Context: an optimization exercise on an open-source flow, tuned for small area, a short achievable clock period and few clock cycles per item. The choices shown serve that exercise and are no tape-out recipe.
Function was checked by simulation only, so behaviour that the tests miss may differ from the original.

==> inputs of run D <==
==> flow/design.v (excerpt) <==
module aes256_enc (
    input  wire         clk,
    input  wire         rst,         
    input  wire         in_valid,
    output wire         in_ready,
    input  wire [255:0] key,
    input  wire [127:0] block_in,
    output wire         out_valid,
    input  wire         out_ready,
    output wire [127:0] block_out
);
clock: 6.0 ns
lec_check: 0
cap_margin: 20
core_margin: 2
core_utilization: 35
setup_slack_margin: 2.8
slew_margin: 20
tns_end_percent: 5
standard.sh (not shown) runs the stock make flow with config.mk's settings and CLKGATE_MAP_FILE= SYNTH_SCRIPT=/design/flow/synth_recipe.tcl, a recipe that flattens the netlist after the stock synthesis.
==> flow/flow/run.sh <==
#!/bin/bash
# Layout flow: the standard flow (standard.sh: ORFS synthesis,
# floorplan, placement, CTS, routing and finish) with two changes:
#  1. Synthesis is the standard flow's own (synth_recipe.tcl), except that ABC maps the
#     logic with flow/abc.script, which recovers area after delay-oriented
#     mapping, instead of ORFS's abc_speed.script (see flow/synth.tcl).
#  2. Global placement gives every input and output port a buffer of the
#     platform's smallest buffer cell, sky130_fd_sc_hd__buf_1, instead of the
#     resizer's default choice. Later repair may resize it.
# make's output goes to standard.log; each ORFS step keeps its own log under
# orfs/logs/.
set -euo pipefail
cd "$(dirname "$0")/.."
W=$PWD
export MY_ABC_SCRIPT=$W/flow/abc.script
export FLOW_SYNTH_TCL=$W/synth_recipe.tcl
export BUFFER_PORTS_ARGS="-buffer_cell sky130_fd_sc_hd__buf_1"
sed -E "s#'?SYNTH_SCRIPT=[^ ']*'?#SYNTH_SCRIPT=$W/flow/synth.tcl#" standard.sh > own_standard.sh
grep -q "SYNTH_SCRIPT=$W/flow/synth.tcl" own_standard.sh
bash own_standard.sh finish > standard.log 2>&1
==> flow/flow/abc.script <==
&get -n
&st
&dch
&nf -R 1000 -p
&put
buffer -c
topo
stime -c
upsize -c
dnsize -c
==> flow/flow/synth.tcl <==
# The standard flow's own synthesis (synth_recipe.tcl in the work folder, which sources
# ORFS's synth.tcl), with one change: ABC maps the logic with the script
# named by MY_ABC_SCRIPT (flow/abc.script) in place of ORFS's
# abc_speed.script. Flip-flops are mapped before ABC runs, so the registers
# are those of the standard synthesis.
proc abc {args} {
  set i [lsearch -exact $args -script]
  if {$i >= 0} {
    lset args [expr {$i + 1}] $::env(MY_ABC_SCRIPT)
  }
  yosys abc {*}$args
}
source $::env(FLOW_SYNTH_TCL)
==> inputs of run Z, as changes to run D <==
--- a/flow/design.v
+++ b/flow/design.v
@@ -179,10 +179,11 @@
     reg              last1;      
     reg              act1;       
     reg              fin1;       
     reg              done1;      
     reg              to_obuf;    
+    reg              fresh0;     
     reg              free1;      
     reg  [127:0]     obuf;   
     reg              ovalid;
     reg  [1:0]       in_tk;  
     reg  [1:0]       o_tk;   
@@ -304,10 +305,11 @@
             st1     <= st0;
             act1    <= (st0 == ACTIVE) && !last_n;
             fin1    <= fin_n;
             done1   <= (st0 == DONE);
             to_obuf <= to_obuf_n;
+            fresh0  <= fin1 && !to_obuf;
             free1   <= (st0 == EMPTY) || to_obuf_n;
             ovalid  <= ovalid_n;
             o_tk    <= o_tk_n;
             if (free1)
                 st0 <= in_valid ? ACTIVE : EMPTY;
@@ -331,22 +333,20 @@
             tk0  <= tk1;
         end
     end
     always @(posedge clk) begin
         c1  <= da;
-        k1  <= k0;
+        k1  <= {k0[255:128], fresh0 ? s0 : k0[127:0]};
         kc1 <= ka;
         if (free1)
             s0 <= block_in ^ key[255:128];
         else
             s0 <= round_out;
         if (free1)
             k0 <= key;
         else if (act1)
             k0 <= {k1[127:0], nw0, nw1, nw2, nw3};
-        else if (fin1)
-            k0 <= {k1[127:0], round_out};
         else
             k0 <= {k1[127:0], k1[127:0]};
         if (to_obuf)
             obuf <= done1 ? k1[127:0] : round_out;
     end
--- a/flow/flow/run.sh
+++ b/flow/flow/run.sh
@@ -1,11 +1,12 @@
 #!/bin/bash
 # Layout flow: the standard flow (standard.sh: ORFS synthesis,
 # floorplan, placement, CTS, routing and finish) with two changes:
 #  1. Synthesis is the standard flow's own (synth_recipe.tcl), except that ABC maps the
-#     logic with flow/abc.script, which recovers area after delay-oriented
-#     mapping, instead of ORFS's abc_speed.script (see flow/synth.tcl).
+#     logic with flow/abc.script, an area-oriented mapping (&nf with the
+#     delay constraint relaxed), instead of ORFS's abc_speed.script, which
+#     maps for the least delay (see flow/synth.tcl).
 #  2. Global placement gives every input and output port a buffer of the
 #     platform's smallest buffer cell, sky130_fd_sc_hd__buf_1, instead of the
 #     resizer's default choice. Later repair may resize it.
 # make's output goes to standard.log; each ORFS step keeps its own log under
 # orfs/logs/.
--- a/flow/config.mk
+++ b/flow/config.mk
@@ -6,8 +6,11 @@
 export NUM_CORES = 4
 export LEC_CHECK = 0
 export CAP_MARGIN = 20
 export CORE_MARGIN = 2
 export CORE_UTILIZATION = 35
-export SETUP_SLACK_MARGIN = 2.8
+export CTS_CLUSTER_DIAMETER = 60
+export CTS_CLUSTER_SIZE = 20
+export PLACE_DENSITY = 0.75
+export SETUP_SLACK_MARGIN = 2.6
 export SLEW_MARGIN = 20
-export TNS_END_PERCENT = 5
+export TNS_END_PERCENT = 0
==> inputs of run A, as changes to run D <==
--- a/flow/design.v
+++ b/flow/design.v
@@ -179,10 +179,11 @@
     reg              last1;      
     reg              act1;       
     reg              fin1;       
     reg              done1;      
     reg              to_obuf;    
+    reg              fresh0;     
     reg              free1;      
     reg  [127:0]     obuf;   
     reg              ovalid;
     reg  [1:0]       in_tk;  
     reg  [1:0]       o_tk;   
@@ -304,10 +305,11 @@
             st1     <= st0;
             act1    <= (st0 == ACTIVE) && !last_n;
             fin1    <= fin_n;
             done1   <= (st0 == DONE);
             to_obuf <= to_obuf_n;
+            fresh0  <= fin1 && !to_obuf;
             free1   <= (st0 == EMPTY) || to_obuf_n;
             ovalid  <= ovalid_n;
             o_tk    <= o_tk_n;
             if (free1)
                 st0 <= in_valid ? ACTIVE : EMPTY;
@@ -331,22 +333,20 @@
             tk0  <= tk1;
         end
     end
     always @(posedge clk) begin
         c1  <= da;
-        k1  <= k0;
+        k1  <= {k0[255:128], fresh0 ? s0 : k0[127:0]};
         kc1 <= ka;
         if (free1)
             s0 <= block_in ^ key[255:128];
         else
             s0 <= round_out;
         if (free1)
             k0 <= key;
         else if (act1)
             k0 <= {k1[127:0], nw0, nw1, nw2, nw3};
-        else if (fin1)
-            k0 <= {k1[127:0], round_out};
         else
             k0 <= {k1[127:0], k1[127:0]};
         if (to_obuf)
             obuf <= done1 ? k1[127:0] : round_out;
     end
--- a/flow/config.mk
+++ b/flow/config.mk
@@ -6,8 +6,8 @@
 export NUM_CORES = 4
 export LEC_CHECK = 0
 export CAP_MARGIN = 20
 export CORE_MARGIN = 2
 export CORE_UTILIZATION = 35
-export SETUP_SLACK_MARGIN = 2.8
+export SETUP_SLACK_MARGIN = 2.6
 export SLEW_MARGIN = 20
 export TNS_END_PERCENT = 5
==> comparison table <==
Clock input transition at the sequential cells of the worst setup and hold paths: run Z 0.09 ns; run A 0.06 ns; run D 0.07 ns
Count of buffers added by post-CTS timing repair for setup: run Z 1; run A 2; run D 51
Antenna violations before repair: run Z 21; run A 20; run D 10
Sequential share of the synthesized area: run Z 38.9%; run A 38.9%; run D 40.1%
Number of storage elements in the synthesis netlist: run Z 1,154; run A 1,154; run D 1,153
Global-route met1 utilization: run Z 26.0%; run A 27.7%; run D 29.0%
Count of flip-flops with a built-in enable after synthesis: run Z 129; run A 129; run D 128
Final Non-Filler Cells: run Z 9,019; run A 9,118; run D 9,486
Area fraction in and, or, nand and nor cells after synthesis: run Z 7.56%; run A 7.56%; run D 9.85%
Fraction of final layout cells sized beyond drive strength 1: run Z 14.7%; run A 15.5%; run D 21.4%
Stages on worst setup path: run Z 11; run A 10; run D 11
Post-synthesis to final-layout area growth: run Z 14.5%; run A 16.8%; run D 29.1%
Number of cells produced by synthesis: run Z 6,145; run A 6,145; run D 6,345
Outcome: run Z timing/DRC/antenna clean; run A timing/DRC/antenna clean; run D timing/DRC/antenna clean
Testbench counts of run D, summed over its fixed seeds: cycles 28,712, items 2,048.
Testbench counts of run Z, summed over its fixed seeds: cycles 28,712, items 2,048.
Testbench counts of run A, summed over its fixed seeds: cycles 28,712, items 2,048.

[static timing again, ports no longer ideal]
In the flow no input, the clock included, has a driving cell. The finished layouts below were timed again as built, in two steps.
Step 1, drivers: a clkbuf_16 drives clk and a buf_2 each remaining input, both assumed.
Step 2 times the ports against the registers' clock, not the clock port: input delays grow and output delays shrink by t, the midpoint of the rising clock arrivals with the driver on.
Three values: ideal ports, drivers, drivers and shift; two values: the first two.
run	shift t [ns]	setup slack, ns	worst setup path after step 2	worst slew at a driven data input, ns
run D	0.863	2.574 / 2.574 / 2.574	register to register	0.20
run Z	0.821	2.425 / 2.425 / 2.425	register to register	0.17
run A	0.859	2.295 / 2.295 / 2.295	register to register	0.21
After both steps setup and hold are still met in every run listed.
